What follows belongs to an exercise in optimizing a design on an open flow for small area, a short achievable clock period and few clock cycles per item; a production flow would make more cautious choices.
RTL that was checked went through simulation tests only; none was proved equivalent to the original.
For runs 3 and 4, only the layout was checked, not whether the RTL still works.
Power is estimated from default activity; no workload was simulated.

==> flow/design.v <==
module str_rebuild (
  input         clk,
  input         rst,
  input         in_valid,
  output        in_ready,
  input  [31:0] in_data,
  input  [31:0] in_mask,
  output        out_valid,
  input         out_ready,
  output [1:0]  out_n,
  output [4:0]  out_role_a,
  output [31:0] out_data_a,
  output [4:0]  out_role_b,
  output [31:0] out_data_b
);
  function [7:0] gf_mul(input [7:0] a, input [7:0] b);
    integer i;
    reg [7:0] p, t;
    begin
      p = 8'h00;
      t = a;
      for (i = 0; i < 8; i = i + 1) begin
        if (b[i]) p = p ^ t;
        t = {t[6:0], 1'b0} ^ (t[7] ? 8'h1D : 8'h00);
      end
      gf_mul = p;
    end
  endfunction
  function [7:0] gf_div2(input [7:0] a);
    gf_div2 = {1'b0, a[7:1]} ^ (a[0] ? 8'h8E : 8'h00);
  endfunction
  function [7:0] ainv(input [4:0] k);
    reg [31:0] t0, t1, t2, t3, t4, t5, t6, t7;
    begin
      t0 = 32'h09FE178D;
      t1 = 32'h84FF0BC6;
      t2 = 32'h4B81926E;
      t3 = 32'h2C3EDEBA;
      t4 = 32'h9FE178D0;
      t5 = 32'h4FF0BC68;
      t6 = 32'h27F85E34;
      t7 = 32'h13FC2F1A;
      ainv = {t7[k], t6[k], t5[k], t4[k], t3[k], t2[k], t1[k], t0[k]};
    end
  endfunction
  function [7:0] wtab(input [4:0] k);
    reg [31:0] t0, t1, t2, t3, t4, t5, t6, t7;
    begin
      t0 = 32'h1FD6E992;
      t1 = 32'h5F9D8454;
      t2 = 32'h524738EE;
      t3 = 32'hBE228668;
      t4 = 32'hD4D20CDA;
      t5 = 32'h0C7D2F36;
      t6 = 32'hD0BB6CF2;
      t7 = 32'h3EF2F72E;
      wtab = {t7[k], t6[k], t5[k], t4[k], t3[k], t2[k], t1[k], t0[k]};
    end
  endfunction
  reg        rdy_r;
  reg [4:0]  role;
  reg [31:2] mask_r;
  reg        e0;           
  reg        er_r;
  reg [1:0]  ecnt;
  reg [4:0]  px, py;
  reg [31:0] ps, h;
  reg  first, last;        
  wire accept = in_valid && rdy_r;
  wire drop0  = (role == 5'd1) && e0;
  wire [4:0] role_n = accept ? role + 5'd1 : role;
  wire [31:0] mm = {mask_r, 2'b00};
  always @(posedge clk) begin
    if (first) begin
      mask_r <= in_mask[31:2];
      e0     <= in_mask[0];
      er_r   <= in_mask[1];
    end else if (accept) begin
      er_r   <= mm[role + 5'd1];
    end
  end
  reg [1:0] ecnt_t;
  reg [4:0] px_t, py_t;
  always @(*) begin
    ecnt_t = ecnt;
    px_t   = px;
    py_t   = py;
    if (er_r) begin
      if (ecnt == 2'd0) px_t = role;
      if (ecnt == 2'd1) py_t = role;
      if (ecnt != 2'd3) ecnt_t = ecnt + 2'd1;
    end
  end
  always @(posedge clk) begin
    if (accept) begin
      if (first) begin
        ecnt <= {1'b0, in_mask[0]};
        px   <= 5'd0;
        py   <= 5'd0;
      end else begin
        ecnt <= ecnt_t;
        px   <= px_t;
        py   <= py_t;
      end
    end
  end
  wire        clr    = accept && (first || drop0);
  wire        keep = accept && (first || !er_r);
  wire [31:0] dg   = in_data & {32{keep}};
  wire [31:0] hm = h & {32{!(first || drop0)}};
  integer b;
  always @(posedge clk) begin
    ps <= (ps & {32{!clr}}) ^ dg;
    if (accept && role < 5'd30)
      for (b = 0; b < 4; b = b + 1)
        h[8*b +: 8] <= gf_div2(hm[8*b +: 8]) ^ dg[8*b +: 8];
  end
  reg [31:0] qs;
  always @(*)
    for (b = 0; b < 4; b = b + 1)
      qs[8*b +: 8] = gf_mul(h[8*b +: 8], 8'h30) ^ (er_r ? 8'h00 : in_data[8*b +: 8]);
  reg        busy, ov;
  reg [2:0]  sub;          
  reg [1:0]  lane;
  reg [1:0]  on_r;
  reg [4:0]  ora, orb;
  reg [31:0] ra, rb;
  reg [7:0]  mo_r;
  wire lden = last && rdy_r;
  wire load = accept && last;
  wire two   = (on_r == 2'd2);
  wire c_pq  = two && (ora == 5'd30);
  wire c_xq  = two && (orb == 5'd31) && !c_pq;
  wire c_xp  = two && (orb == 5'd30);
  wire c_xy  = two && (orb < 5'd30);
  wire c_q   = (on_r == 2'd1) && (ora == 5'd31);
  wire c_one = (on_r == 2'd1) && !c_q;
  wire [2:0] sub_n = (sub == 3'd6 || sub == 3'd5) ? 3'd0 : sub + 3'd1;
  wire [4:0] tidx = (sub_n == 3'd0) ? (c_xy ? orb : ora) : ~ora;
  wire [7:0] tinv = ainv(tidx);
  reg  [7:0] coef_n, coef;
  always @(*) begin
    case (sub_n)
      3'd0:    coef_n = (c_xy || c_xp || c_xq) ? tinv : 8'h01;
      3'd2:    coef_n = c_xy ? wtab(orb - ora) : (c_xq ? tinv : 8'h01);
      default: coef_n = c_xq ? 8'hC0 : 8'h01;
    endcase
  end
  wire [7:0] a0    = ra[7:0];
  wire [7:0] b0    = rb[7:0];
  wire       s1    = c_xy || c_xq;
  wire       sva   = c_xy || c_xp || c_q;    
  wire       svb   = c_xy || c_xp;           
  wire       mvb   = c_xq;                   
  wire       keepa = two || c_one;           
  wire       keepb = two;                    
  wire [7:0] va    = sva ? mo_r : (a0 & {8{keepa}});
  wire [7:0] vb    = svb ? (a0 ^ mo_r) : (mvb ? mo_r : (b0 & {8{keepb}}));
  wire [1:0] ecnt_l = ecnt_t;
  wire       many   = (ecnt_l == 2'd3);
  always @(posedge clk) begin
    mo_r <= gf_mul(b0, coef);
    coef <= coef_n;
  end
  always @(posedge clk) begin
    if (lden) begin
      ra   <= ps;
      rb   <= qs;
      on_r <= ecnt_l;
      ora  <= many ? 5'd0 : px_t;
      orb  <= many ? 5'd0 : py_t;
    end else if (busy) begin
      if (sub == 3'd5) begin
        ra <= {va, ra[31:8]};
        rb <= {vb, rb[31:8]};
      end else if (sub == 3'd1 || sub == 3'd3) begin
        rb[7:0] <= mo_r ^ (a0 & {8{s1 && !sub[1]}});
      end
    end
  end
  wire done   = busy && (lane == 2'd3) && (sub == 3'd5);
  wire ov_n   = done || (ov && !out_ready);
  wire busy_n = load || (busy && !done);
  always @(posedge clk) begin
    if (rst) begin
      role  <= 5'd0;
      first <= 1'b1;
      last  <= 1'b0;
      busy  <= 1'b0;
      ov    <= 1'b0;
      rdy_r <= 1'b1;
    end else begin
      role  <= role_n;
      first <= (role_n == 5'd0);
      last  <= (role_n == 5'd31);
      busy  <= busy_n;
      ov    <= ov_n;
      rdy_r <= !((role_n == 5'd31) && (busy_n || ov_n));
    end
    if (load) begin
      sub  <= 3'd6;
      lane <= 2'd0;
    end else if (busy) begin
      sub  <= sub_n;
      if (sub == 3'd5) lane <= lane + 2'd1;
    end
  end
  assign in_ready   = rdy_r;
  assign out_valid  = ov;
  assign out_n      = on_r;
  assign out_role_a = ora;
  assign out_data_a = ra;
  assign out_role_b = orb;
  assign out_data_b = rb;
endmodule
==> flow/flow/run.sh <==
#!/bin/bash
# Standard ORFS layout (the standard.sh) with three changes: the port
# buffers are buf_2 cells instead of the smallest buffer-like cell, the clock
# tree is built without sink clustering (two clkbuf_16 levels), and
# repair_timing aims at a 5.25 ns setup margin (a 2.75 ns period).
set -euo pipefail
export BUFFER_PORTS_ARGS="-buffer_cell sky130_fd_sc_hd__buf_2"
export CTS_ARGS="-repair_clock_nets"
bash standard.sh SETUP_SLACK_MARGIN=5.25 finish > standard.log 2>&1
==> flow/standard.sh <==
#!/bin/bash
# synth_recipe.tcl (not shown) runs the flow's synth.tcl, then flattens the netlist and writes it again
# the make line also repeats each setting of config.mk as NAME=value (left out here)
make -C /OpenROAD-flow-scripts/flow DESIGN_CONFIG=/design/flow/config.mk WORK_HOME=/design/flow/orfs CLKGATE_MAP_FILE= SYNTH_SCRIPT=/design/flow/synth_recipe.tcl "${@:-finish}"
==> flow/config.mk <==
export PLATFORM = sky130hd
export DESIGN_NAME = str_rebuild
export DESIGN_NICKNAME = str_rebuild
export VERILOG_FILES = /design/flow/design.v
export SDC_FILE = /design/flow/constraint.sdc
export NUM_CORES = 4
export LEC_CHECK = 0
export ABC_AREA = 1
export CAP_MARGIN = 10
export CORE_MARGIN = 2
export CORE_UTILIZATION = 60
export PLACE_DENSITY = 0.75
export SETUP_SLACK_MARGIN = 5
export SLEW_MARGIN = 10
==> flow/constraint.sdc <==
create_clock -name core_clock -period 8.0 [get_ports {clk}]
set_input_delay 1.6000 -clock core_clock [delete_from_list [all_inputs] [get_ports {clk}]]
set_output_delay 1.6000 -clock core_clock [all_outputs]
set_load 0.01 [all_outputs]
==> out/summary.txt, run 1 <==
RSZ-0062 raised after global routing = true
die height = 151.7 um
gpl congestion = 0.9134
most frequent cells in the layout = nand2_1 (448), edfxtp_1 (152), buf_2 (145)
syn_nets = 1665
row cnt = 54
startpoint types = register
Worst Max-Slew Pin Slew = 1095 ps
asr flop ratio synth = 0%
critical path cell sequence = buf_2
DP HPWL = 24.99 mm
final setup violation count = 0
synthesized area per cell = 8.331 sq um
clock sink count = 215
family with the most delay on the worst path = flip-flops
clock buffer depth = 2
crit end category = output port
clk_skew = 13.69 ps
gr usage total = 30.21%
Avg WL per Cell = 17.22 um
EDFF count, synth = 152
final layout net count = 1813
Remaining DRCs = 0
register bit total from synthesis = 215
Hold WC Path Type = register to register
Inst Count DP = 1944
Fmax achieved = 367.9 MHz
Syn Inst Count = 1570
synthesized area = 13080 sq um
DRT iter0 DRCs = 943
Root Buffer = clkbuf_16
prevailing post-synth register cell = edfxtp_1
vias per inst = 5.499
number of H-tree levels = 4
Leak = 6.539 nW
Final Non-Filler Cells = 2012
Remaining Overflow, GRT = 0
DRT antenna net count = 0
status = finished clean
crit path max fanout = 5
max_slew headroom = 26.39%
Critical Path AT = 1120 ps
Buf/Inv on CP = 1
CTS tree = done
Skew-Pair Late Insertion Delay = 440 ps
first-pass GRT wire length = 53.52 mm
VDD IR-drop max = 0.0001470 V
Power Total = 3.116 mW
CTS clk-pin slew, worst paths = 80 ps
# IOs = 146
Max Slew Vio Count = 0
power per standard cell area = 207.4 nW/um^2
post-synth cell types = 52
vias = 11.06k
post-layout util = 69.50%
Fin Setup TNS = 0 ps
vias in the first global route = 10.28k
CTS Buf Count = 17
Die ar. = 23000 sq um
synth-to-layout area growth = 14.88%
largest net degree at the start of global routing = 87
die width = 151.7 um
final wirelength = 34.65 mm
setup ws final = 5282 ps
final hold violation count = 0
# port buffers = 145
initial antenna violation count = 0
kind of critical path = register to output port
Seq/Total Area, Yosys = 44.54%
share of cells above drive strength 1 = 16.58%
CP Data Required Time = 6400 ps
Placement Setup Slack = 4680 ps
CP peak stage delay = 500 ps
hold buffers post-CTS = 0
max_cap viols = 0
Starting Density = 60.50%
CP max stage cell = edfxtp_1
period utilisation layout = 33.97%
Syn. warnings = 1
Core ar. = 21620 sq um
commonest non-fill, non-tap cell in the layout = nand2_1
minimum clock period = 2718 ps
DRT Pass-1 Iters = 7
where the power goes:
group	total [mW]	leakage (nW)	switching (mW)	internal [mW]
clock	0.934	0.310	0.469	0.465
combinational	0.735	4.25	0.428	0.307
sequential	1.45	1.98	0.125	1.32
metal layers:
metal	vias up	global-route usage (%)	share of wire, %
li1	5346	-	-
met1	5193	41.95	42
met2	457	48.92	47
met3	67	4.970	7.7
met4	0	9.167	2.4
met5	-	0	0
per-stage QoR:
step                instance area (sq um)  hold slack [ps]
floorplan                           13150            458.1
global placement                    13990            469.9
detailed placement                  13990            476.6
CTS                                 14770            492.3
global route                        15020            508.1
finish                              15030            493.8
cells in the mapped netlist (6+ instances only):
master | n | share of area, %
a21oi_1 | 47 | 1.8
buf_2 | 8 | 0.31
buf_4 | 6 | 0.34
clkbuf_1 | 36 | 1.0
dfxtp_1 | 63 | 9.6
edfxtp_1 | 152 | 35
ha_1 | 26 | 2.5
inv_1 | 121 | 3.5
inv_2 | 9 | 0.26
nand2_1 | 455 | 13
nand2_2 | 11 | 0.53
nand3_1 | 61 | 2.3
nor2_1 | 147 | 4.2
nor3_1 | 7 | 0.27
o211ai_1 | 13 | 0.75
o21ai_0 | 77 | 2.9
o21ai_1 | 7 | 0.27
o22ai_1 | 8 | 0.38
xnor2_1 | 128 | 8.6
xor2_1 | 119 | 8.0
logic make-up after synthesis:
logic type | synth area share (%)
buffers and inverters | 5.940
AO/OA/AOI/OAI | 7.930
adder cells (fa/ha/maj) | 2.640
flip-flops | 44.54
XOR/XNOR | 16.66
AND/OR/NAND/NOR | 21.91
multiplexers | 0.3826
registers in the layout (all words and copies together) (netlist names), 8 cells and up:
register  count
h            32
mask_r       30
ra           32
ps           32
rb           32
mo_r          8
coef          8
layout make-up:
type,count,area [sq um]
multi-input combinational,1165,6643
fill,1717,6594
sequential,215,5834
timing repair buffer,186,1050
inverter,133,511.7
clock buffer,17,425.4
tap,280,350.3
clock inverter,15,210.2
antenna,1,2.502
worst paths after layout:
| path | start | end | slack (ps) | depth (start not counted) |
|---|---|---|---|---|
| hold reg to reg | ps[24]$_DFF_P_ | ps[24]$_DFF_P_ | 490 | 2 |
| setup / recovery | orb[1]$_SDFFCE_PN0P_ | out_role_b[1] | 5280 | 1 |
| hold / removal | ps[24]$_DFF_P_ | ps[24]$_DFF_P_ | 490 | 2 |
| setup reg to reg | role[0]$_SDFF_PP0_ | h[3]$_DFFE_PP_ | 5400 | 6 |
tightest hold or removal path, cell delays in order, from the launching register on:
cell	delay [ps]
dfxtp_1	320
nand2_1	80
xnor2_1	60
timing repair:
item	4_1_cts	5_1_grt
gates resized for setup	5	27
endpoints found under the hold margin	0	0
endpoints found under the setup margin	46	50
setup buffers	11	23
pin swaps	1	6
gates cloned	1	0
Testbench counts, summed over its fixed seeds: cycles 61,648, columns 1,920.
==> inputs of run 2 (changes only) <==
==> flow/flow/run.sh (replaced) <==
#!/bin/bash
# Standard ORFS layout (the standard.sh) with three changes: the port
# buffers are buf_4 cells instead of the smallest buffer-like cell, the clock
# tree is built without sink clustering (two clkbuf_16 levels), and
# repair_timing aims at a 5.25 ns setup margin (a 2.75 ns period).
set -euo pipefail
export BUFFER_PORTS_ARGS="-buffer_cell sky130_fd_sc_hd__buf_4"
export CTS_ARGS="-repair_clock_nets"
bash standard.sh SETUP_SLACK_MARGIN=5.25 finish > standard.log 2>&1
--- a/flow/config.mk
+++ b/flow/config.mk
@@ -6,9 +6,11 @@
 export NUM_CORES = 4
 export LEC_CHECK = 0
 export ABC_AREA = 1
-export CAP_MARGIN = 10
+export CAP_MARGIN = 20
 export CORE_MARGIN = 2
 export CORE_UTILIZATION = 60
+export CTS_CLUSTER_DIAMETER = 60
+export CTS_CLUSTER_SIZE = 30
 export PLACE_DENSITY = 0.75
 export SETUP_SLACK_MARGIN = 5
-export SLEW_MARGIN = 10
+export SLEW_MARGIN = 20
==> run 2 against run 1 <==
  * Still clean on timing, DRC and antenna
  * Combinational power is 2% higher
  * Worst hold slack improved by 0.77 ps
  * Clock power fell by 1%
  * Critical path depth is the same
  * Sequential share of layout area down 1.1 points
  * Fmax down 0.79%
  * Register-to-register slack lost 60 ps
  * Total power barely moved
  * Clock-buffer cell count did not move
  * Via count up 0.75%
  * Cell area rose by 3.0%
  * Critical endpoint is now out_data_b[3]
  * Highest routed layer unchanged
==> out/summary.txt, run 2 <==
status = finished clean
Critical Path AT = 1140 ps (+20 ps)
Remaining Overflow, GRT = 0 (unchanged)
hold buffers post-CTS = 0 (unchanged)
vias = 11.15k (+0.75%)
Max Slew Vio Count = 0 (unchanged)
gpl congestion = 0.8905 (-2.5%)
prevailing post-synth register cell = edfxtp_1
first-pass GRT wire length = 54.57 mm (+1.9%)
vias per inst = 5.512 (+0.25%)
gr usage total = 31.13% (+0.91 points)
Fin Setup TNS = 0 ps (unchanged)
family with the most delay on the worst path = flip-flops
clk_skew = 21.95 ps (+8.257 ps)
kind of critical path = register to output port
Power Total = 3.117 mW (about the same)
# IOs = 146 (unchanged)
Hold WC Path Type = register to register
most frequent cells in the layout = nand2_1 (449), buf_4 (194), edfxtp_1 (152)
list of most frequent post-synthesis cells = nand2_1 (455), edfxtp_1 (152), nor2_1 (147), xnor2_1 (128), inv_1 (121)
startpoint types = register
RSZ-0062 raised after global routing = true
clock buffer depth = 2 (unchanged)
Buf/Inv on CP = 1 (unchanged)
Leak = 6.709 nW (+2.6%)
Root Buffer = clkbuf_16
synthesized area per cell = 8.331 sq um (unchanged)
VDD IR-drop max = 0.0001382 V (-6.0%)
CP peak stage delay = 500 ps (about the same)
Fmax achieved = 365.1 MHz (-0.79%)
Starting Density = 60.50% (unchanged)
vias in the first global route = 10.35k (+0.74%)
die width = 151.7 um (unchanged)
number of H-tree levels = 4 (unchanged)
Worst Max-Slew Pin Slew = 1022 ps (-73.06 ps)
Syn Inst Count = 1570 (unchanged)
final wirelength = 35.91 mm (+3.6%)
most numerous cell in the Yosys netlist = nand2_1
Core ar. = 21620 sq um (unchanged)
CTS Buf Count = 17 (unchanged)
# diodes = 0 (-1)
ranking of synthesized cells by area = edfxtp_1 (35%), nand2_1 (13%), dfxtp_1 (9.6%), xnor2_1 (8.6%), xor2_1 (8.0%)
final hold violation count = 0 (unchanged)
syn_nets = 1665 (unchanged)
crit path max fanout = 4 (-1)
DP HPWL = 25.71 mm (+2.9%)
die height = 151.7 um (unchanged)
final layout net count = 1824 (+0.61%)
DRT iter0 DRCs = 946 (+0.32%)
Avg WL per Cell = 17.76 um (+3.1%)
synthesized area = 13080 sq um (unchanged)
post-synth cell types = 52 (unchanged)
CTS clk-pin slew, worst paths = 90 ps (about the same)
share of cells above drive strength 1 = 17.16% (+0.58 points)
Die ar. = 23000 sq um (unchanged)
hold slack = 494.6 ps (+0.7660 ps)
Yosys top cell area share = 34.90% (unchanged)
DRT Pass-1 Iters = 6 (-1)
DRT antenna net count = 0 (unchanged)
register bit total from synthesis = 215 (unchanged)
Synth area leader = edfxtp_1
critical path cell sequence = buf_4
commonest non-fill, non-tap cell in the layout = nand2_1
Seq/Total Area, Yosys = 44.54% (unchanged)
max_cap viols = 0 (unchanged)
CTS tree = done
largest net degree at the start of global routing = 87 (unchanged)
Syn. warnings = 1 (unchanged)
clock sink count = 215 (unchanged)
minimum clock period = 2739 ps (+21.52 ps)
crit end category = output port
period utilisation layout = 34.24% (+0.27 points)
asr flop ratio synth = 0% (unchanged)
Remaining DRCs = 0 (unchanged)
EDFF count, synth = 152 (unchanged)
final setup violation count = 0 (unchanged)
max_slew headroom = 31.81% (+5.4 points)
initial antenna violation count = 0 (unchanged)
# port buffers = 145 (unchanged)
power per standard cell area = 201.4 nW/um^2 (-2.9%)
Skew-Pair Late Insertion Delay = 460 ps (+20 ps)
CP max stage cell = edfxtp_1
CP Data Required Time = 6400 ps (about the same)
row cnt = 54 (unchanged)
synth-to-layout area growth = 18.32%
-- run 2: repair_timing --
action / in CTS / in global routing
setup endpoints to repair: 48 / 79
buffers inserted: 10 / 34
pin swaps: 1 / 7
gates cloned: 1 / 1
resized for setup: 7 / 23
-- run 2: per-layer routing --
layer  global-route usage [%]  routed length, um
met5                        0                  0
met4                    11.34                999
met3                    3.952               2387
met2                    50.99              17090
met1                    42.64              15430
-- run 2: final timing paths --
path / start / end / slack, ps / cells past startpoint
max: rb[3]$_DFFE_PP_ / out_data_b[3] / 5260 / 1
min reg2reg: ps[24]$_DFF_P_ / ps[24]$_DFF_P_ / 490 / 2
max reg2reg: orb[0]$_SDFFCE_PN0P_ / coef[2]$_DFF_P_ / 5340 / 12
min: ps[24]$_DFF_P_ / ps[24]$_DFF_P_ / 490 / 2
-- run 2: report_power, final --
part / switching, mW / internal (mW)
clock: 0.487 / 0.438
combinational: 0.431 / 0.316
sequential: 0.123 / 1.32
total: 1.04 / 2.08
-- run 2: through the flow --
stage               cells  setup WS [ps]  utilization (%)  area, sq um
finish               2022           5261            71.58        15480
global route         2022           5173            71.58        15480
CTS                  1987           5182            69.90        15110
detailed placement   1944           4692            66.39        14360
global placement     1944           4734            66.39        14360
floorplan            1570           5238                -        13150
-- run 2: cells by family after synthesis --
family                   count (synthesis)  share of synthesized area, %
adder cells (fa/ha/maj)                 27                         2.640
AO/OA/AOI/OAI                          179                         7.930
multiplexers                             5                        0.3826
XOR/XNOR                               248                         16.66
flip-flops                             215                         44.54
buffers and inverters                  191                         5.940
AND/OR/NAND/NOR                        705                         21.91
-- run 2: final cells by class --
class / instances / area, sq um
Clock buffer: 17 / 425.4
Multi-Input combinational cell: 1165 / 6649
Fill cell: 1693 / 6145
Timing Repair Buffer: 196 / 1488
Inverter: 133 / 511.7
Tap cell: 280 / 350.3
Sequential cell: 215 / 5834
Timing Repair inverter: 1 / 7.507
Clock inverter: 15 / 210.2
==> inputs of run 3 (changes only) <==
--- a/flow/design.v
+++ b/flow/design.v
@@ -136,15 +136,18 @@
   wire c_q   = (on_r == 2'd1) && (ora == 5'd31);
   wire c_one = (on_r == 2'd1) && !c_q;
   wire [2:0] sub_n = (sub == 3'd6 || sub == 3'd5) ? 3'd0 : sub + 3'd1;
-  wire [4:0] tidx = (sub_n == 3'd0) ? (c_xy ? orb : ora) : ~ora;
-  wire [7:0] tinv = ainv(tidx);
+  wire       sel_k2 = (sub == 3'd1);
+  wire       sel_k3 = (sub == 3'd3);
+  wire [4:0] tidx   = sel_k2 ? ~ora : (c_xy ? orb : ora);
+  wire [7:0] tinv   = ainv(tidx);
   reg  [7:0] coef_n, coef;
   always @(*) begin
-    case (sub_n)
-      3'd0:    coef_n = (c_xy || c_xp || c_xq) ? tinv : 8'h01;
-      3'd2:    coef_n = c_xy ? wtab(orb - ora) : (c_xq ? tinv : 8'h01);
-      default: coef_n = c_xq ? 8'hC0 : 8'h01;
-    endcase
+    if (sel_k3)
+      coef_n = c_xq ? 8'hC0 : 8'h01;
+    else if (sel_k2)
+      coef_n = c_xy ? wtab(orb - ora) : (c_xq ? tinv : 8'h01);
+    else
+      coef_n = (c_xy || c_xp || c_xq) ? tinv : 8'h01;
   end
   wire [7:0] a0    = ra[7:0];
   wire [7:0] b0    = rb[7:0];
==> flow/flow/run.sh (replaced) <==
#!/bin/bash
# Standard ORFS layout (the standard.sh) with three changes: the port
# buffers are buf_2 cells instead of the smallest buffer-like cell, the clock
# tree is built without sink clustering (two clkbuf_16 levels), and
# repair_timing aims at a 5.25 ns setup margin (a 2.75 ns period).
set -euo pipefail
export BUFFER_PORTS_ARGS="-buffer_cell sky130_fd_sc_hd__buf_2"
export CTS_ARGS="-repair_clock_nets"
bash standard.sh SETUP_SLACK_MARGIN=5.25 finish > standard.log 2>&1
--- a/flow/config.mk
+++ b/flow/config.mk
@@ -8,9 +8,9 @@
 export ABC_AREA = 1
 export CAP_MARGIN = 20
 export CORE_MARGIN = 2
-export CORE_UTILIZATION = 60
+export CORE_UTILIZATION = 50
 export CTS_CLUSTER_DIAMETER = 60
 export CTS_CLUSTER_SIZE = 30
-export PLACE_DENSITY = 0.75
+export PLACE_DENSITY = 0.65
 export SETUP_SLACK_MARGIN = 5
 export SLEW_MARGIN = 20
==> run 3 against run 2 <==
  * Critical path depth is the same
  * First-iteration DRC count rose by 34%
  * Flip-flop and latch count is the same
  * Largest cell class unchanged
==> out/summary.txt, run 3 <==
status = finished clean
CP peak stage delay = 500 ps (about the same)
fill count = 2383 (+41%)
CTS tree = done
die width = 167.1 um (+10%)
DRT iter0 DRCs = 1264 (+34%)
period utilisation layout = 34.06% (-0.18 points)
die height = 167.1 um (+10%)
Placement Setup Slack = 4635 ps (-57.78 ps)
initial antenna violation count = 0 (unchanged)
max_slew headroom = 39.81% (+8.0 points)
clock buffer depth = 2 (unchanged)
Seq/Total Area, Yosys = 43.81% (-0.73 points)
# port buffers = 145 (unchanged)
Critical Path AT = 1120 ps (-20 ps)
register bit total from synthesis = 215 (unchanged)
Syn. warnings = 1 (unchanged)
most numerous cell in the Yosys netlist = nand2_1
gpl congestion = 0.9079 (+2.0%)
vias in the first global route = 10.67k (+3.1%)
synthesized area per cell = 8.118 sq um (-2.6%)
final wirelength = 36.84 mm (+2.6%)
EDFF count, synth = 152 (unchanged)
number of H-tree levels = 4 (unchanged)
Max Slew Vio Count = 0 (unchanged)
DRT Pass-1 Iters = 6 (unchanged)
# diodes = 0 (unchanged)
# IOs = 146 (unchanged)
clk_skew = 15.67 ps (-6.278 ps)
most frequent cells in the layout = nand2_1 (494), edfxtp_1 (152), nor2_1 (149)
max_cap viols = 0 (unchanged)
list of most frequent post-synthesis cells = nand2_1 (500), edfxtp_1 (152), nor2_1 (149), inv_1 (148), xnor2_1 (122)
synthesized area = 13300 sq um (+1.7%)
clock sink count = 215 (unchanged)
Power Total = 2.967 mW (-4.8%)
commonest non-fill, non-tap cell in the layout = nand2_1
Hold WC Path Type = register to register
Die ar. = 27920 sq um (+21%)
post-synth cell types = 54 (+3.8%)
Starting Density = 51.03% (-9.5 points)
Yosys top cell area share = 34.32% (-0.57 points)
syn_nets = 1725 (+3.6%)
prevailing post-synth register cell = edfxtp_1
CTS Buf Count = 17 (unchanged)
vias per inst = 5.249 (-4.8%)
Root Buffer = clkbuf_16
crit path max fanout = 2 (-2)
synth-to-layout area growth = 14.74%
CTS clk-pin slew, worst paths = 80 ps (about the same)
kind of critical path = register to output port
final hold violation count = 0 (unchanged)
Avg WL per Cell = 17.23 um (-3.0%)
crit end category = output port
vias = 11.22k (+0.68%)
final layout net count = 1877 (+2.9%)
setup ws final = 5275 ps (+14.53 ps)
Syn Inst Count = 1638 (+4.3%)
ranking of synthesized cells by area = edfxtp_1 (34%), nand2_1 (14%), dfxtp_1 (9.5%), xnor2_1 (8.0%), xor2_1 (6.5%)
Core ar. = 26060 sq um (+21%)
largest net degree at the start of global routing = 89 (+2.3%)
family with the most delay on the worst path = flip-flops
final setup violation count = 0 (unchanged)
first-pass GRT wire length = 57.48 mm (+5.3%)
Synth area leader = edfxtp_1
CP Data Required Time = 6400 ps (about the same)
hold buffers post-CTS = 0 (unchanged)
power per standard cell area = 194.5 nW/um^2 (-3.4%)
CP max stage cell = edfxtp_1
RSZ-0062 raised after global routing = true
DP HPWL = 26.14 mm (+1.7%)
Fmax achieved = 367.0 MHz (+0.53%)
Skew-Pair Late Insertion Delay = 450 ps (about the same)
Fin Setup TNS = 0 ps (unchanged)
startpoint types = register
row cnt = 59 (+9.3%)
Remaining DRCs = 0 (unchanged)
gr usage total = 26.14% (-5.0 points)
Buf/Inv on CP = 1 (unchanged)
Leak = 6.792 nW (+1.2%)
post-layout util = 58.55% (-13 points)
worst reg-to-reg setup slack = 5440 ps (+100 ps)
minimum clock period = 2725 ps (-14.53 ps)
Remaining Overflow, GRT = 0 (unchanged)
Worst Max-Slew Pin Slew = 902.8 ps (-118.9 ps)
asr flop ratio synth = 0% (unchanged)
share of cells above drive strength 1 = 15.92% (-1.2 points)
critical path cell sequence = buf_2
VDD IR-drop max = 0.0001316 V (-4.8%)
DRT antenna net count = 0 (unchanged)
## run 3: cell types whose count changed in the layout (fill, tap and decap cells not counted), sizes merged, moves of 8 or more
cell / delta
nand2: +46
inv: +25
nand3: +19
o21ai: +18
xor2: -18
a21oi: -14
o22ai: +10
ha: -8
## run 3: routing by layer
| metal | vias up | track usage [%] | routed length, um |
|---|---|---|---|
| met2 | 378 | 43.60 | 17640 |
| met5 | - | 0 | 0 |
| met3 | 51 | 3.303 | 2331 |
| li1 | 5556 | - | - |
| met4 | 0 | 7.684 | 822 |
| met1 | 5237 | 35.78 | 16050 |
## run 3: repair_timing
item | in CTS | in global routing
gates cloned | 1 | 1
gates resized for setup | 1 | 9
pin swaps | 0 | 3
setup endpoints to repair | 44 | 35
buffers inserted | 14 | 24
## run 3: worst paths after layout
check                        from                    to  depth (start not counted)
min          lane[0]$_SDFFE_PP0P_  lane[0]$_SDFFE_PP0P_                          2
min reg2reg  lane[0]$_SDFFE_PP0P_  lane[0]$_SDFFE_PP0P_                          2
max               rb[9]$_DFFE_PP_         out_data_b[9]                          1
max reg2reg   sub[1]$_SDFFE_PP1P_    coef[2]$_SDFF_PP0_                         15
## run 3: report_power, final
part,switching (mW),internal [mW],total (mW)
registers,0.0982,1.32,1.42
logic,0.372,0.262,0.635
clock network,0.476,0.440,0.916
total,0.947,2.02,2.97
## run 3: cell type report
class,instances,area [sq um],share of cell area [%]
clock inverter,14,187.7,1.230
sequential,215,5827,38.19
multi-input combinational,1206,6684,43.80
inverter,159,608.1,3.985
tap,335,419.2,2.747
timing repair inverter,1,7.507,0.04920
timing repair buffer,190,1086,7.118
clock buffer,18,439.2,2.878
## run 3: worst min-delay path, delay by kind of cell, from the launching register on
kind | cells | cell delay (ps)
buffers and inverters | 1 | 60
flip-flops | 1 | 320
AO/OA/AOI/OAI | 1 | 60
## run 3: cells by family (layout without fill, tap and decap cells)
kind of cell    count (synthesis)  after routing  synth area share, %
simple gates                  765            765                23.72
xor+xnor                      225            225                15.19
buf+inv                       218            382                6.530
flops                         215            215                43.81
compound gates                194            195                8.760
fa+ha+maj                      19             19                1.844
mux                             2              2               0.1506
## run 3: through the flow
stage / cell area [sq um] / std cells / hold WS [ps]
3_3_place_gp: 14280 / 2066 / 458.7
3_5_place_dp: 14280 / 2066 / 473.0
5_1_grt: 15260 / 2138 / 501.8
4_1_cts: 15050 / 2113 / 483.9
2_1_floorplan: 13370 / 1638 / 443.3
6_report: 15260 / 2138 / 480.0
==> inputs of run 4 (changes only) <==
--- a/flow/design.v
+++ b/flow/design.v
@@ -65,9 +65,9 @@
   reg [1:0]  ecnt;
   reg [4:0]  px, py;
   reg [31:0] ps, h;
-  reg  first, last;        
+  reg  first, last, r1;    
   wire accept = in_valid && rdy_r;
-  wire drop0  = (role == 5'd1) && e0;
+  wire drop0  = r1 && e0;
   wire [4:0] role_n = accept ? role + 5'd1 : role;
   wire [31:0] mm = {mask_r, 2'b00};
   always @(posedge clk) begin
@@ -189,6 +189,7 @@
       role  <= 5'd0;
       first <= 1'b1;
       last  <= 1'b0;
+      r1    <= 1'b0;
       busy  <= 1'b0;
       ov    <= 1'b0;
       rdy_r <= 1'b1;
@@ -196,6 +197,7 @@
       role  <= role_n;
       first <= (role_n == 5'd0);
       last  <= (role_n == 5'd31);
+      r1    <= (role_n == 5'd1);
       busy  <= busy_n;
       ov    <= ov_n;
       rdy_r <= !((role_n == 5'd31) && (busy_n || ov_n));
==> run 4 against run 3 <==
  * Wire length fell by 2.0%
  * Largest power group unchanged
  * Highest routed layer unchanged
  * Utilization fell by 0.76 points
  * Critical path type unchanged
  * Setup slack got worse by 19 ps
  * Largest cell class unchanged
  * Critical path depth did not move
  * Flip-flop and latch count rose by 1
==> out/summary.txt, run 4 <==
status = finished clean
Power Total = 2.921 mW (-1.6%)
share of cells above drive strength 1 = 15.38% (-0.54 points)
family with the most delay on the worst path = flip-flops
Seq/Total Area, Yosys = 43.89% (+0.076 points)
Critical Path AT = 1140 ps (+20 ps)
kind of critical path = register to output port
die height = 167.2 um (about the same)
min-delay src = lane[0]$_SDFFE_PP0P_
post-synth cell types = 55 (+1.9%)
# port buffers = 145 (unchanged)
asr flop ratio synth = 0% (unchanged)
Fmax achieved = 364.4 MHz (-0.71%)
vias in the first global route = 10.66k (-0.056%)
clk_skew = 15.08 ps (-0.5936 ps)
prevailing post-synth register cell = edfxtp_1
syn_nets = 1710 (-0.87%)
crit end category = output port
gr usage total = 25.80% (-0.33 points)
clock buffer depth = 2 (unchanged)
Fin Setup TNS = 0 ps (unchanged)
setup ws final = 5256 ps (-19.37 ps)
period utilisation layout = 34.30% (+0.24 points)
vias = 11.07k (-1.3%)
vias per inst = 5.247 (about the same)
CTS Buf Count = 17 (unchanged)
DP HPWL = 26.39 mm (+0.96%)
Starting Density = 50.97% (-0.058 points)
Buf/Inv on CP = 1 (unchanged)
Core ar. = 26130 sq um (+0.28%)
DRT Pass-1 Iters = 16 (+10)
first-pass GRT wire length = 56.54 mm (-1.6%)
Placement Setup Slack = 4684 ps (+49.80 ps)
synthesized area = 13320 sq um (+0.17%)
final wirelength = 36.09 mm (-2.0%)
Max Slew Vio Count = 0 (unchanged)
Root Buffer = clkbuf_16
Yosys top cell area share = 34.27% (-0.058 points)
# IOs = 146 (unchanged)
Synth area leader = edfxtp_1
worst setup path startpoint = rb[25]$_DFFE_PP_
startpoint types = register
Remaining DRCs = 0 (unchanged)
EDFF count, synth = 152 (unchanged)
CTS clk-pin slew, worst paths = 70 ps (about the same)
max_slew headroom = 47.84% (+8.0 points)
gpl congestion = 0.9011 (-0.75%)
row cnt = 59 (unchanged)
largest net degree at the start of global routing = 91 (+2.2%)
DRT iter0 DRCs = 928 (-27%)
die width = 167.2 um (about the same)
Area after DPL = 14280 sq um (unchanged)
final hold violation count = 0 (unchanged)
Hold WC Path Type = register to register
Skew-Pair Late Insertion Delay = 440 ps (about the same)
synth-to-layout area growth = 13.38%
initial antenna violation count = 0 (unchanged)
synthesized area per cell = 8.202 sq um (+1.0%)
CP peak stage delay = 520 ps (+20 ps)
Remaining Overflow, GRT = 0 (unchanged)
final setup violation count = 0 (unchanged)
VDD IR-drop max = 0.0001170 V (-11%)
minimum clock period = 2744 ps (+19.37 ps)
commonest non-fill, non-tap cell in the layout = nand2_1
most frequent cells in the layout = nand2_1 (489), edfxtp_1 (152), buf_2 (146)
RSZ-0062 raised after global routing = true
critical path cell sequence = buf_2
fill count = 2430 (+2.0%)
DRT antenna net count = 0 (unchanged)
post-layout util = 57.79% (-0.76 points)
most numerous cell in the Yosys netlist = nand2_1
ranking of synthesized cells by area = edfxtp_1 (34%), nand2_1 (14%), dfxtp_1 (9.6%), xor2_1 (8.2%), xnor2_1 (6.8%)
CP max stage cell = edfxtp_1
register bit total from synthesis = 216 (+0.47%)
reg2reg start = orb[0]$_SDFFCE_PN0P_
final layout net count = 1848 (-1.5%)
crit path max fanout = 2 (unchanged)
# diodes = 0 (unchanged)
Avg WL per Cell = 17.10 um (-0.75%)
number of H-tree levels = 4 (unchanged)
CTS tree = done
Leak = 6.668 nW (-1.8%)
max_cap viols = 0 (unchanged)
power per standard cell area = 193.4 nW/um^2 (-0.56%)
list of most frequent post-synthesis cells = nand2_1 (496), edfxtp_1 (152), inv_1 (147), nor2_1 (131), xor2_1 (125)
Final Cell Area = 15100 sq um (-1.0%)
Die ar. = 27960 sq um (+0.17%)
Syn. warnings = 1 (unchanged)
CP Data Required Time = 6400 ps (about the same)
Worst Max-Slew Pin Slew = 782.3 ps (-120.5 ps)
clock sink count = 216 (+0.47%)
Syn Inst Count = 1624 (-0.85%)
[run 4: worst register-to-register path, delay by kind of cell, from the launching register on]
kind	cells	cell delay [ps]
adder cells (fa/ha/maj)	2	570
flip-flops	1	410
AND/OR/NAND/NOR	8	800
buffers and inverters	4	490
AO/OA/AOI/OAI	1	170
[run 4: worst paths after layout]
path,cells past startpoint,end,slack [ps]
setup / recovery,1,out_data_b[25],5260
hold / removal,2,lane[0]$_SDFFE_PP0P_,480
setup reg to reg,15,coef[0]$_DFF_P_,5470
hold reg to reg,2,lane[0]$_SDFFE_PP0P_,480
[run 4: timing repair]
item,4_1_cts,5_1_grt
gates resized for setup,4,12
cloned,0,1
hold buffers,0,0
endpoints found under the setup margin,65,35
buffers inserted,12,10
pin swaps,0,2
[run 4: report_power, final]
part | internal (mW) | leakage (nW) | switching (mW)
registers | 1.32 | 1.99 | 0.103
clock network | 0.426 | 0.293 | 0.459
logic | 0.250 | 4.38 | 0.358
[run 4: stage by stage]
stage,hold WS (ps),cells
after CTS,481.8,2099
after global routing,513.3,2110
after floorplan,443.3,1624
after global placement,454.8,2055
after detailed placement,466.9,2055
final,484.2,2110
[run 4: layout make-up]
cell class	count	area (sq um)	share of cell area, %
inverters	161	615.6	4.076
multi-input cells	1193	6675	44.20
well taps	335	419.2	2.775
clock buffers	18	429.2	2.842
flip-flops and latches	216	5849	38.73
repair buffers	173	940.9	6.230
clock inverters	14	172.7	1.143
[run 4: per-layer routing]
metal | wire length (um) | vias up | GRT usage [%]
met5 | 0 | - | 0
met4 | 888 | 0 | 7.977
met3 | 2292 | 51 | 3.782
met2 | 17260 | 378 | 43.42
met1 | 15650 | 5150 | 34.62
li1 | - | 5492 | -
[run 4: kinds of logic (layout without fill, tap and decap cells)]
kind of cell	count (synthesis)	after routing	synth area share, %
buffers and inverters	215	366	6.472
muxes	2	2	0.1503
xor gates and xnor gates	235	235	15.89
AOI/OAI and AO/OA	187	187	8.660
and+or+nand+nor	751	751	23.19
adders and majority gates	18	18	1.747
DFF	216	216	43.89
==> inputs of run 5 (changes only) <==
--- a/flow/design.v
+++ b/flow/design.v
@@ -65,9 +65,9 @@
   reg [1:0]  ecnt;
   reg [4:0]  px, py;
   reg [31:0] ps, h;
-  reg  first, last, r1;    
+  reg  first, last;        
   wire accept = in_valid && rdy_r;
-  wire drop0  = r1 && e0;
+  wire drop0  = (role == 5'd1) && e0;
   wire [4:0] role_n = accept ? role + 5'd1 : role;
   wire [31:0] mm = {mask_r, 2'b00};
   always @(posedge clk) begin
@@ -136,33 +136,32 @@
   wire c_q   = (on_r == 2'd1) && (ora == 5'd31);
   wire c_one = (on_r == 2'd1) && !c_q;
   wire [2:0] sub_n = (sub == 3'd6 || sub == 3'd5) ? 3'd0 : sub + 3'd1;
-  wire       sel_k2 = (sub == 3'd1);
-  wire       sel_k3 = (sub == 3'd3);
+  wire       sel_k2 = (sub == 3'd2 || sub == 3'd3);
   wire [4:0] tidx   = sel_k2 ? ~ora : (c_xy ? orb : ora);
   wire [7:0] tinv   = ainv(tidx);
   reg  [7:0] coef_n, coef;
   always @(*) begin
-    if (sel_k3)
-      coef_n = c_xq ? 8'hC0 : 8'h01;
-    else if (sel_k2)
+    if (sel_k2)
       coef_n = c_xy ? wtab(orb - ora) : (c_xq ? tinv : 8'h01);
     else
       coef_n = (c_xy || c_xp || c_xq) ? tinv : 8'h01;
   end
   wire [7:0] a0    = ra[7:0];
   wire [7:0] b0    = rb[7:0];
+  wire       lo    = (sub == 3'd1 || sub == 3'd4);
+  wire [3:0] nib   = lo ? coef[3:0] : coef[7:4];
+  wire [7:0] m     = c_xq ? gf_mul(mo_r, 8'hC0) : mo_r;
   wire       s1    = c_xy || c_xq;
   wire       sva   = c_xy || c_xp || c_q;    
   wire       svb   = c_xy || c_xp;           
-  wire       mvb   = c_xq;                   
   wire       keepa = two || c_one;           
   wire       keepb = two;                    
-  wire [7:0] va    = sva ? mo_r : (a0 & {8{keepa}});
-  wire [7:0] vb    = svb ? (a0 ^ mo_r) : (mvb ? mo_r : (b0 & {8{keepb}}));
+  wire [7:0] va    = sva ? m : (a0 & {8{keepa}});
+  wire [7:0] vb    = svb ? (a0 ^ m) : (m & {8{keepb}});
   wire [1:0] ecnt_l = ecnt_t;
   wire       many   = (ecnt_l == 2'd3);
   always @(posedge clk) begin
-    mo_r <= gf_mul(b0, coef);
+    mo_r <= gf_mul(mo_r & {8{lo}}, 8'h10) ^ gf_mul(b0, {4'd0, nib});
     coef <= coef_n;
   end
   always @(posedge clk) begin
@@ -176,8 +175,8 @@
       if (sub == 3'd5) begin
         ra <= {va, ra[31:8]};
         rb <= {vb, rb[31:8]};
-      end else if (sub == 3'd1 || sub == 3'd3) begin
-        rb[7:0] <= mo_r ^ (a0 & {8{s1 && !sub[1]}});
+      end else if (sub == 3'd2) begin
+        rb[7:0] <= mo_r ^ (a0 & {8{s1}});
       end
     end
   end
@@ -189,7 +188,6 @@
       role  <= 5'd0;
       first <= 1'b1;
       last  <= 1'b0;
-      r1    <= 1'b0;
       busy  <= 1'b0;
       ov    <= 1'b0;
       rdy_r <= 1'b1;
@@ -197,7 +195,6 @@
       role  <= role_n;
       first <= (role_n == 5'd0);
       last  <= (role_n == 5'd31);
-      r1    <= (role_n == 5'd1);
       busy  <= busy_n;
       ov    <= ov_n;
       rdy_r <= !((role_n == 5'd31) && (busy_n || ov_n));
--- a/flow/flow/run.sh
+++ b/flow/flow/run.sh
@@ -6,4 +6,4 @@
 set -euo pipefail
 export BUFFER_PORTS_ARGS="-buffer_cell sky130_fd_sc_hd__buf_2"
 export CTS_ARGS="-repair_clock_nets"
-bash standard.sh SETUP_SLACK_MARGIN=5.25 finish > standard.log 2>&1
+bash standard.sh SETUP_SLACK_MARGIN=5.35 finish > standard.log 2>&1
--- a/flow/config.mk
+++ b/flow/config.mk
@@ -8,9 +8,9 @@
 export ABC_AREA = 1
 export CAP_MARGIN = 20
 export CORE_MARGIN = 2
-export CORE_UTILIZATION = 50
+export CORE_UTILIZATION = 60
 export CTS_CLUSTER_DIAMETER = 60
 export CTS_CLUSTER_SIZE = 30
-export PLACE_DENSITY = 0.65
+export PLACE_DENSITY = 0.75
 export SETUP_SLACK_MARGIN = 5
 export SLEW_MARGIN = 20
==> run 5 against run 4 <==
  * Worst hold slack got worse by 3.8 ps
  * Synthesized cell count up 0.43%
  * Wire length down 4.4%
  * Final cell count is 0.66% lower
  * Sequential share of layout area fell by 0.31 points
  * Clock skew barely moved
  * First-iteration DRC count fell by 7.3%
  * Fmax grew 1.4%
==> out/summary.txt, run 5 <==
Leak = 6.937 nW (+4.0%)
Remaining Overflow, GRT = 0 (unchanged)
kind of critical path = register to output port
post-layout util = 71.70% (+14 points)
register bit total from synthesis = 215 (-0.46%)
startpoint types = register
VDD IR-drop max = 0.0001574 V (+34%)
minimum clock period = 2707 ps (-37.42 ps)
clock network fraction of total power = 26.5% (-3.8 points)
final layout net count = 1897 (+2.7%)
Skew-Pair Late Insertion Delay = 440 ps (about the same)
worst reg-to-reg setup slack = 5530 ps (+60 ps)
Seq/Total Area, Yosys = 44.90% (+1.0 points)
final hold violation count = 0 (unchanged)
reg2reg end = ra[21]$_DFFE_PP_
Worst Max-Slew Pin Slew = 992.3 ps (+210.0 ps)
gpl congestion = 0.9274 (+2.9%)
clock sink count = 215 (-0.46%)
clk_skew = 14.96 ps (-0.1147 ps)
CTS clk-pin slew, worst paths = 80 ps (about the same)
combinational power share = 31.0% (+10 points)
synthesized area per cell = 7.955 sq um (-3.0%)
Die ar. = 22820 sq um (-18%)
Buf/Inv on CP = 1 (unchanged)
family with the most delay on the worst path = flip-flops
vias in the first global route = 10.65k (-0.084%)
CTS tree = done
commonest non-fill, non-tap cell in the layout = nand2_1
Fin Setup TNS = 0 ps (unchanged)
Remaining DRCs = 0 (unchanged)
gr usage total = 30.55% (+4.8 points)
crit path max fanout = 2 (unchanged)
NetSw = 1.255 mW (+36%)
Hold Path Cell Cnt = 2 (unchanged)
Syn. warnings = 1 (unchanged)
Avg WL per Cell = 16.45 um (-3.8%)
status = finished clean
Inst Count DP = 2003 (-2.5%)
Synth area leader = edfxtp_1
post-synth cell types = 44 (-20%)
synthesized area = 12970 sq um (-2.6%)
prevailing post-synth register cell = edfxtp_1
Final Non-Filler Cells = 2096 (-0.66%)
die height = 151.1 um (-9.7%)
# port buffers = 145 (unchanged)
RSZ-0062 raised after global routing = true
Core ar. = 21150 sq um (-19%)
Internal = 2.222 mW (+11%)
CP max stage cell = edfxtp_1
max_slew headroom = 33.55% (-14 points)
Hold WC Path Type = register to register
row cnt = 53 (-10%)
reg2reg start = sub[1]$_SDFFE_PP1P_
syn_nets = 1720 (+0.58%)
Root Buffer = clkbuf_16
final wirelength = 34.49 mm (-4.4%)
Hold Path Sink = lane[0]$_SDFFE_PP0P_
hold buffers post-CTS = 0 (unchanged)
DRT antenna net count = 0 (unchanged)
asr flop ratio synth = 0% (unchanged)
number of H-tree levels = 4 (unchanged)
vias = 11.35k (+2.6%)
Worst Reg-to-Reg Cells = 7 (-8)
list of most frequent post-synthesis cells = nand2_1 (489), nor2_1 (179), inv_1 (159), edfxtp_1 (152), xnor2_1 (120)
ranking of synthesized cells by area = edfxtp_1 (35%), nand2_1 (14%), dfxtp_1 (9.7%), xnor2_1 (8.1%), xor2_1 (6.1%)
die width = 151.1 um (-9.7%)
sequential share of power = 42.4% (-6.4 points)
vias per inst = 5.417 (+3.2%)
CP Data Required Time = 6400 ps (about the same)
Sw Share = 36.09% (+4.6 points)
CTS Buf Count = 17 (unchanged)
min-delay src = lane[0]$_SDFFE_PP0P_
CP peak stage delay = 500 ps (-20 ps)
most frequent cells in the layout = nand2_1 (483), nor2_1 (171), inv_1 (156)
Starting Density = 61.34% (+10 points)
clock buffer depth = 2 (unchanged)
share of cells above drive strength 1 = 16.31% (+0.93 points)
power per standard cell area = 229.3 nW/um^2 (+19%)
max_cap viols = 0 (unchanged)
Syn Inst Count = 1631 (+0.43%)
final setup violation count = 0 (unchanged)
critical path cell sequence = buf_6
Critical Path AT = 1110 ps (-30 ps)
EDFF count, synth = 152 (unchanged)
# IOs = 146 (unchanged)
crit end category = output port
Max Slew Vio Count = 0 (unchanged)
DRT iter0 DRCs = 860 (-7.3%)
Yosys top cell area share = 35.18% (+0.91 points)
DP HPWL = 24.53 mm (-7.1%)
Fmax achieved = 369.5 MHz (+1.4%)
DRT Pass-1 Iters = 5 (-11)
largest net degree at the start of global routing = 77 (-15%)
first-pass GRT wire length = 53.68 mm (-5.1%)
period utilisation layout = 33.83% (-0.47 points)
# diodes = 0 (unchanged)
initial antenna violation count = 0 (unchanged)
synth-to-layout area growth = 16.89%
most numerous cell in the Yosys netlist = nand2_1
## run 5: changes by cell type after synthesis, sizes merged, moves of 9 or more
| cell | previous run | this run |
|---|---|---|
| a21oi | 39 | 26 |
| nand2 | 510 | 495 |
| nand3 | 94 | 103 |
| nor2 | 134 | 186 |
| o21ai | 98 | 110 |
| o22ai | 17 | 3 |
| xnor2 | 105 | 123 |
| xor2 | 129 | 92 |
## run 5: metal layers
layer / GRT usage (%) / share of wire, % / up-vias
li1: - / - / 5547
met3: 5.512 / 6.7 / 71
met5: 0 / 0 / -
met1: 41.59 / 43 / 5290
met4: 10.47 / 2.9 / 0
met2: 49.52 / 47 / 446
## run 5: how the worst max path moves through the flow
stage,depth (start not counted),from,end
2_1_floorplan,2,in_valid,h[0]$_DFFE_PP_
3_5_place_dp,7,in_valid,h[13]$_DFFE_PP_
4_1_cts,1,ra[6]$_DFFE_PP_,out_data_a[6]
5_1_grt,1,ra[6]$_DFFE_PP_,out_data_a[6]
3_3_place_gp,6,in_valid,h[12]$_DFFE_PP_
6_report,1,ra[4]$_DFFE_PP_,out_data_a[4]
## run 5: power groups by stage
stage	registers [mW]	clock network (mW)	logic (mW)
6_report	1.48	0.922	1.08
5_1_grt	1.49	0.973	1.21
4_1_cts	1.47	0.929	1.06
3_5_place_dp	1.49	0	1.05
3_3_place_gp	1.49	0	1.02
2_1_floorplan	1.42	0	0.887
## run 5: final cells by class
cell class                 count  area, sq um
clock inverter                15        202.7
timing repair buffer         213         1291
sequential                   215         5828
fill                        1653         5987
inverter                     163        615.6
multi-input combinational   1198         6460
tap                          275        344.1
clock buffer                  17        425.4
## run 5: stage by stage
stage               hold slack [ps]  setup WS, ps  instance area, sq um  total power, mW
global route                  504.0          5263                 15170            3.672
detailed placement            469.6          4666                 13980            2.541
CTS                           480.2          5279                 14910            3.460
finish                        480.4          5293                 15170            3.478
floorplan                     443.1          5243                 13090            2.310
global placement              458.9          4592                 13960            2.511
## run 5: cell families after synthesis
kind of cell,share of synthesized area (%)
AO/OA/AOI/OAI,6.924
flip-flops,44.90
multiplexers,0.1543
adder cells (fa/ha/maj),2.083
XOR/XNOR,14.74
AND/OR/NAND/NOR,24.72
buffers and inverters,6.480
## run 5: repair_timing
action / 4_1_cts / 5_1_grt
pin swaps: 0 / 2
endpoints found under the setup margin: 113 / 124
gates resized for setup: 4 / 16
hold endpoints to repair: 0 / 0
setup buffers: 36 / 25
Testbench counts of run 5, summed over its fixed seeds: cycles 61,648, columns 1,920.
==> inputs of run 6 (changes only) <==
--- a/flow/flow/run.sh
+++ b/flow/flow/run.sh
@@ -6,4 +6,4 @@
 set -euo pipefail
 export BUFFER_PORTS_ARGS="-buffer_cell sky130_fd_sc_hd__buf_2"
 export CTS_ARGS="-repair_clock_nets"
-bash standard.sh SETUP_SLACK_MARGIN=5.35 finish > standard.log 2>&1
+bash standard.sh SETUP_SLACK_MARGIN=5.25 finish > standard.log 2>&1
==> run 6 against run 5 <==
  * Register-to-register slack worse by 70 ps
  * Final cell count decreased by 1.8%
  * Total power is 0.63% lower
  * Combinational power about the same
  * First-iteration DRC count up 16%
  * Setup slack lost 15 ps
  * Clock skew decreased by 2.3 ps
  * Critical path depth stayed put
  * Highest routed layer unchanged
==> out/summary.txt, run 6 <==
Max Slew Vio Count = 0 (unchanged)
CP Data Required Time = 6400 ps (about the same)
gpl congestion = 0.9092 (-2.0%)
initial antenna violation count = 0 (unchanged)
VDD IR-drop max = 0.0002080 V (+32%)
Starting Density = 61.34% (unchanged)
Die ar. = 22820 sq um (unchanged)
RSZ-0062 raised after global routing = false
Highest Signal Layer = met4
power per standard cell area = 233.8 nW/um^2 (+2.0%)
Fmax achieved = 367.5 MHz (-0.54%)
clock sink count = 215 (unchanged)
Syn Inst Count = 1631 (unchanged)
synthesized area per cell = 7.955 sq um (unchanged)
prevailing post-synth register cell = edfxtp_1
DRT met1 WL = 14.54 mm (-2.5%)
Critical Path AT = 1120 ps (about the same)
met2 WL = 16.37 mm (+0.73%)
# port buffers = 145 (unchanged)
Skew-Pair Late Insertion Delay = 440 ps (about the same)
Seq/Total Area, Yosys = 44.90% (unchanged)
max_cap viols = 0 (unchanged)
Hold WC Path Type = register to register
Core ar. = 21150 sq um (unchanged)
routed wl met3 = 2.572 mm (+11%)
clk_skew = 12.69 ps (-2.275 ps)
CP max stage cell = edfxtp_1
Yosys top cell area share = 35.18% (unchanged)
vias per inst = 5.399 (-0.33%)
commonest non-fill, non-tap cell in the layout = nand2_1
die height = 151.1 um (unchanged)
# diodes = 0 (unchanged)
DP HPWL = 24.49 mm (-0.17%)
CTS tree = done
crit end category = output port
final layout net count = 1860 (-2.0%)
gr usage total = 30.83% (+0.28 points)
max_slew headroom = 31.63% (-1.9 points)
vias in the first global route = 10.36k (-2.8%)
Root Buffer = clkbuf_16
period utilisation layout = 34.02% (+0.18 points)
most frequent cells in the layout = nand2_1 (485), nor2_1 (178), inv_1 (157)
post-synth cell types = 44 (unchanged)
Syn. warnings = 1 (unchanged)
ranking of synthesized cells by area = edfxtp_1 (35%), nand2_1 (14%), dfxtp_1 (9.7%), xnor2_1 (8.1%), xor2_1 (6.1%)
startpoint types = register
Remaining DRCs = 0 (unchanged)
family with the most delay on the worst path = flip-flops
fill count = 1785 (+8.0%)
final setup violation count = 0 (unchanged)
synthesized area = 12970 sq um (unchanged)
critical path cell sequence = buf_2
clock buffer depth = 2 (unchanged)
DRT Pass-1 Iters = 5 (unchanged)
DRT antenna net count = 0 (unchanged)
asr flop ratio synth = 0% (unchanged)
DRT iter0 DRCs = 998 (+16%)
final wirelength = 34.32 mm (-0.48%)
vias = 11.12k (-2.1%)
# IOs = 146 (unchanged)
die width = 151.1 um (unchanged)
syn_nets = 1720 (unchanged)
Fin Setup TNS = 0 ps (unchanged)
post-layout util = 69.87% (-1.8 points)
first-pass GRT wire length = 53.95 mm (+0.50%)
register bit total from synthesis = 215 (unchanged)
list of most frequent post-synthesis cells = nand2_1 (489), nor2_1 (179), inv_1 (159), edfxtp_1 (152), xnor2_1 (120)
Synth area leader = edfxtp_1
number of H-tree levels = 4 (unchanged)
Avg WL per Cell = 16.67 um (+1.3%)
share of cells above drive strength 1 = 13.90% (-2.4 points)
synth-to-layout area growth = 13.91%
Leak = 6.731 nW (-3.0%)
CP peak stage delay = 490 ps (about the same)
most numerous cell in the Yosys netlist = nand2_1
final hold violation count = 0 (unchanged)
kind of critical path = register to output port
Buf/Inv on CP = 1 (unchanged)
row cnt = 53 (unchanged)
CTS Buf Count = 17 (unchanged)
minimum clock period = 2721 ps (+14.74 ps)
Remaining Overflow, GRT = 0 (unchanged)
crit path max fanout = 6 (+4)
Worst Max-Slew Pin Slew = 1021 ps (+28.72 ps)
CTS clk-pin slew, worst paths = 80 ps (about the same)
status = finished clean
EDFF count, synth = 152 (unchanged)
largest net degree at the start of global routing = 77 (unchanged)
-- run 6: report_power, final --
group	internal (mW)	total [mW]	switching [mW]	leakage, nW
registers	1.34	1.46	0.128	1.98
clock network	0.431	0.907	0.476	0.298
logic	0.425	1.09	0.660	4.45
-- run 6: area by class of cell --
cell class	instances	area, sq um	area share, %
Sequential cell	215	5827	39.42
Inverter	163	615.6	4.165
Multi-Input combinational cell	1199	6404	43.33
Tap cell	275	344.1	2.328
Clock buffer	17	425.4	2.878
Clock inverter	15	193.9	1.312
Timing Repair Buffer	175	970.9	6.569
-- run 6: path summary, 6_finish.rpt --
check	slack, ps	startpoint	cells past startpoint	endpoint
worst max register to register	5460	orb[0]$_SDFFCE_PN0P_	14	coef[0]$_DFF_P_
worst max-delay path	5280	ora[4]$_SDFFCE_PN0P_	1	out_role_a[4]
worst min register to register	480	lane[0]$_SDFFE_PP0P_	2	lane[0]$_SDFFE_PP0P_
worst min-delay path	480	lane[0]$_SDFFE_PP0P_	2	lane[0]$_SDFFE_PP0P_
-- run 6: metal layers --
metal / vias to the layer above / track usage (%)
li1: 5472 / -
met1: 5169 / 42.72
met2: 418 / 50.89
met3: 58 / 4.066
met4: 0 / 9.206
met5: - / 0
-- run 6: timing repair --
action / CTS / global route
hold buffers: 0 / 0
endpoints found under the hold margin: 0 / 0
setup buffers: 14 / 9
gates resized for setup: 3 / 7
endpoints found under the setup margin: 47 / 65
pin swaps: 0 / 1
cloned: 1 / 0
-- run 6: worst reg2reg max path, stage by stage (launching register included) --
cell and delay, ps:
edfxtp_1 440, inv_1 140, ha_1 160, inv_1 50, fa_1 380, nand2_1 70
inv_1 70, nor2_1 90, o21bai_1 100, xnor2_2 310, inv_1 220, nand2_1 110
nand2_1 50, nor2_1 180, nor2_1 70
-- run 6: through the flow --
stage	instances	power [mW]	hold WS [ps]	worst slack [ps]	area, sq um
2_1_floorplan	1631	2.306	443.1	5243	13050
3_3_place_gp	2003	2.512	456.5	4694	13920
3_5_place_dp	2003	2.535	472.6	4618	13920
4_1_cts	2050	3.444	484.1	5255	14690
5_1_grt	2059	3.661	509.5	5243	14780
6_report	2059	3.456	483.1	5279	14780
-- run 6: cells by family (layout without fill, tap and decap cells) --
logic type	count (synthesis)	in the layout	share of synthesized area [%]
fa+ha+maj	21	21	2.083
mux	2	2	0.1543
flops	215	215	44.90
buf+inv	218	370	6.480
compound gates	161	162	6.924
xor+xnor	215	215	14.74
simple gates	799	799	24.72
==> inputs of run 7 (changes only) <==
--- a/flow/design.v
+++ b/flow/design.v
@@ -137,9 +137,11 @@
   wire c_one = (on_r == 2'd1) && !c_q;
   wire [2:0] sub_n = (sub == 3'd6 || sub == 3'd5) ? 3'd0 : sub + 3'd1;
   wire       sel_k2 = (sub == 3'd2 || sub == 3'd3);
+  wire       sel_lo = (sub == 3'd0 || sub == 3'd3);
   wire [4:0] tidx   = sel_k2 ? ~ora : (c_xy ? orb : ora);
   wire [7:0] tinv   = ainv(tidx);
-  reg  [7:0] coef_n, coef;
+  reg  [7:0] coef_n;
+  reg  [3:0] nib;
   always @(*) begin
     if (sel_k2)
       coef_n = c_xy ? wtab(orb - ora) : (c_xq ? tinv : 8'h01);
@@ -149,7 +151,6 @@
   wire [7:0] a0    = ra[7:0];
   wire [7:0] b0    = rb[7:0];
   wire       lo    = (sub == 3'd1 || sub == 3'd4);
-  wire [3:0] nib   = lo ? coef[3:0] : coef[7:4];
   wire [7:0] m     = c_xq ? gf_mul(mo_r, 8'hC0) : mo_r;
   wire       s1    = c_xy || c_xq;
   wire       sva   = c_xy || c_xp || c_q;    
@@ -162,7 +163,7 @@
   wire       many   = (ecnt_l == 2'd3);
   always @(posedge clk) begin
     mo_r <= gf_mul(mo_r & {8{lo}}, 8'h10) ^ gf_mul(b0, {4'd0, nib});
-    coef <= coef_n;
+    nib  <= sel_lo ? coef_n[3:0] : coef_n[7:4];
   end
   always @(posedge clk) begin
     if (lden) begin
--- a/flow/flow/run.sh
+++ b/flow/flow/run.sh
@@ -6,4 +6,4 @@
 set -euo pipefail
 export BUFFER_PORTS_ARGS="-buffer_cell sky130_fd_sc_hd__buf_2"
 export CTS_ARGS="-repair_clock_nets"
-bash standard.sh SETUP_SLACK_MARGIN=5.25 finish > standard.log 2>&1
+bash standard.sh SETUP_SLACK_MARGIN=5.3 finish > standard.log 2>&1
==> run 7 against run 6 <==
  * Still clean on timing, DRC and antenna
  * Non-clock buffer count up 10
  * Flip-flop and latch count down 4
  * Combinational power down 6%
  * Clock-buffer cell count unchanged
  * First-iteration DRC count up 8.3%
  * Sequential power about the same
  * Critical path type unchanged
  * Critical endpoint is now out_data_a[7]
  * Largest cell class unchanged
==> out/summary.txt, run 7 <==
most numerous cell in the Yosys netlist = nand2_1
EDFF count, synth = 152 (unchanged)
Starting Density = 60.84% (-0.50 points)
die width = 149.5 um (-1.0%)
final hold violation count = 0 (unchanged)
initial antenna violation count = 0 (unchanged)
VDD IR-drop max = 0.0001647 V (-21%)
prevailing post-synth register cell = edfxtp_1
largest net degree at the start of global routing = 84 (+9.1%)
final wirelength = 33.52 mm (-2.3%)
share of cells above drive strength 1 = 16.49% (+2.6 points)
gr usage total = 30.28% (-0.55 points)
ranking of synthesized cells by area = edfxtp_1 (36%), nand2_1 (13%), dfxtp_1 (9.3%), xnor2_1 (8.4%), xor2_1 (7.9%)
Remaining DRCs = 0 (unchanged)
vias per inst = 5.444 (+0.83%)
crit end category = output port
Fin Setup TNS = 0 ps (unchanged)
Final Non-Filler Cells = 1967 (-4.5%)
status = finished clean
vias in the first global route = 9954 (-3.9%)
Skew-Pair Late Insertion Delay = 460 ps (+20 ps)
max_slew headroom = 42.86% (+11 points)
syn_nets = 1618 (-5.9%)
post-synth cell types = 49 (+11%)
Inst Count DP = 1898 (-5.2%)
critical path cell sequence = buf_2
Synth area leader = edfxtp_1
Yosys top cell area share = 35.92% (+0.74 points)
startpoint types = register
Power Total = 3.407 mW (-1.4%)
hold buffers post-CTS = 0 (unchanged)
Avg WL per Cell = 17.04 um (+2.2%)
Placement Setup Slack = 4510 ps (-108.3 ps)
die height = 149.5 um (-1.0%)
CTS Buf Count = 17 (unchanged)
# diodes = 0 (unchanged)
row cnt = 53 (unchanged)
commonest non-fill, non-tap cell in the layout = nand2_1
DRT Pass-1 Iters = 6 (+1)
CTS tree = done
Remaining Overflow, GRT = 0 (unchanged)
Fmax achieved = 365.8 MHz (-0.45%)
# IOs = 146 (unchanged)
gpl congestion = 0.9074 (-0.20%)
CTS clk-pin slew, worst paths = 80 ps (about the same)
CP max stage cell = edfxtp_1
Core ar. = 20890 sq um (-1.3%)
Leak = 6.532 nW (-3.0%)
Critical Path AT = 1130 ps (about the same)
DP HPWL = 23.29 mm (-4.9%)
Max Slew Vio Count = 0 (unchanged)
max_cap viols = 0 (unchanged)
most frequent cells in the layout = nand2_1 (423), edfxtp_1 (152), nor2_1 (148)
Syn. warnings = 1 (unchanged)
DRT iter0 DRCs = 1081 (+8.3%)
CP peak stage delay = 500 ps (about the same)
family with the most delay on the worst path = flip-flops
clk_skew = 28.60 ps (+15.91 ps)
Hold WC Path Type = register to register
Seq/Total Area, Yosys = 45.21% (+0.31 points)
Worst Max-Slew Pin Slew = 852.0 ps (-169.0 ps)
setup ws final = 5266 ps (-12.35 ps)
period utilisation layout = 34.17% (+0.15 points)
clock sink count = 211 (-1.9%)
asr flop ratio synth = 0% (unchanged)
first-pass GRT wire length = 52.45 mm (-2.8%)
number of H-tree levels = 4 (unchanged)
power per standard cell area = 232.5 nW/um^2 (-0.55%)
synth-to-layout area growth = 15.28%
Root Buffer = clkbuf_16
final setup violation count = 0 (unchanged)
Die ar. = 22360 sq um (-2.0%)
# port buffers = 145 (unchanged)
synthesized area per cell = 8.312 sq um (+4.5%)
clock buffer depth = 2 (unchanged)
list of most frequent post-synthesis cells = nand2_1 (429), nor2_1 (156), edfxtp_1 (152), inv_1 (132), xnor2_1 (122)
Buf/Inv on CP = 1 (unchanged)
Syn Inst Count = 1529 (-6.3%)
vias = 10.71k (-3.7%)
CP Data Required Time = 6400 ps (about the same)
crit path max fanout = 2 (-4)
register bit total from synthesis = 211 (-1.9%)
kind of critical path = register to output port
final layout net count = 1768 (-4.9%)
RSZ-0062 raised after global routing = true
synthesized area = 12710 sq um (-2.1%)
DRT antenna net count = 0 (unchanged)
minimum clock period = 2734 ps (+12.35 ps)
==> run 7: cell types whose count changed in the layout (fill, tap and decap cells not counted), moves of 5 or more <==
| cell | before | now |
|---|---|---|
| nand2_1 | 485 | 423 |
| nor2_1 | 178 | 148 |
| inv_1 | 157 | 130 |
| nand3_1 | 102 | 75 |
| xor2_1 | 91 | 113 |
| a21oi_1 | 26 | 46 |
| o21ai_0 | 100 | 84 |
| buf_4 | 27 | 36 |
| dfxtp_1 | 62 | 57 |
==> run 7: worst paths after layout <==
| path | start | to | slack (ps) | depth (start not counted) |
|---|---|---|---|---|
| worst max-delay path | ra[7]$_DFFE_PP_ | out_data_a[7] | 5270 | 1 |
| worst min register to register | lane[0]$_SDFFE_PP0P_ | lane[0]$_SDFFE_PP0P_ | 480 | 2 |
| worst max register to register | er_r$_DFFE_PP_ | rb[14]$_DFFE_PP_ | 5400 | 5 |
| worst min-delay path | lane[0]$_SDFFE_PP0P_ | lane[0]$_SDFFE_PP0P_ | 480 | 2 |
==> run 7: cell families (layout without fill, tap and decap cells) <==
logic type,count (synthesis),in the layout,synth area share (%)
and+or+nand+nor,688,688,22.07
xor gates and xnor gates,238,238,16.52
DFF,211,211,45.21
buffers and inverters,197,359,6.173
AOI/OAI and AO/OA,170,171,7.581
adders and majority gates,21,21,2.127
muxes,4,4,0.3151
==> run 7: power breakdown <==
part,leakage (nW),switching [mW],internal [mW]
Clock,0.307,0.484,0.439
Combinational,4.28,0.606,0.418
Sequential,1.94,0.142,1.32
==> run 7: cell type report <==
type | count | area (sq um)
tap | 275 | 344.1
timing repair buffer | 185 | 1067
multi-input combinational | 1122 | 6307
clock buffer | 17 | 425.4
sequential | 211 | 5753
clock inverter | 15 | 210.2
inverter | 142 | 543.0
fill | 1634 | 6238
==> run 7: metrics by stage <==
| step | util (%) | cell area [sq um] | hold WS, ps |
|---|---|---|---|
| after floorplan | - | 12820 | 443.1 |
| after CTS | 69.65 | 14550 | 479.7 |
| after global placement | 65.29 | 13640 | 456.2 |
| final | 70.13 | 14650 | 478.9 |
| after global routing | 70.13 | 14650 | 503.6 |
| after detailed placement | 65.29 | 13640 | 468.4 |
==> run 7: routing by layer <==
metal  track usage, %  routed length (um)
met5                0                   0
met4            9.762                 850
met3            4.116                3119
met2            47.18               15310
met1            43.94               14240
==> run 7: repair_timing <==
item,CTS,global route
gates resized for setup,3,14
buffers inserted,29,7
setup endpoints to repair,88,53
gates cloned,1,0
Testbench counts of run 7, summed over its fixed seeds: cycles 61,648, columns 1,920.

Setup slack of run 7, layout unchanged: 5.266 ns with ideal ports, 5.220 ns with driving cells assumed (clock clkbuf_16, inputs buf_2), 5.044 ns with port delays also shifted by the 0.490 ns mid clock arrival.
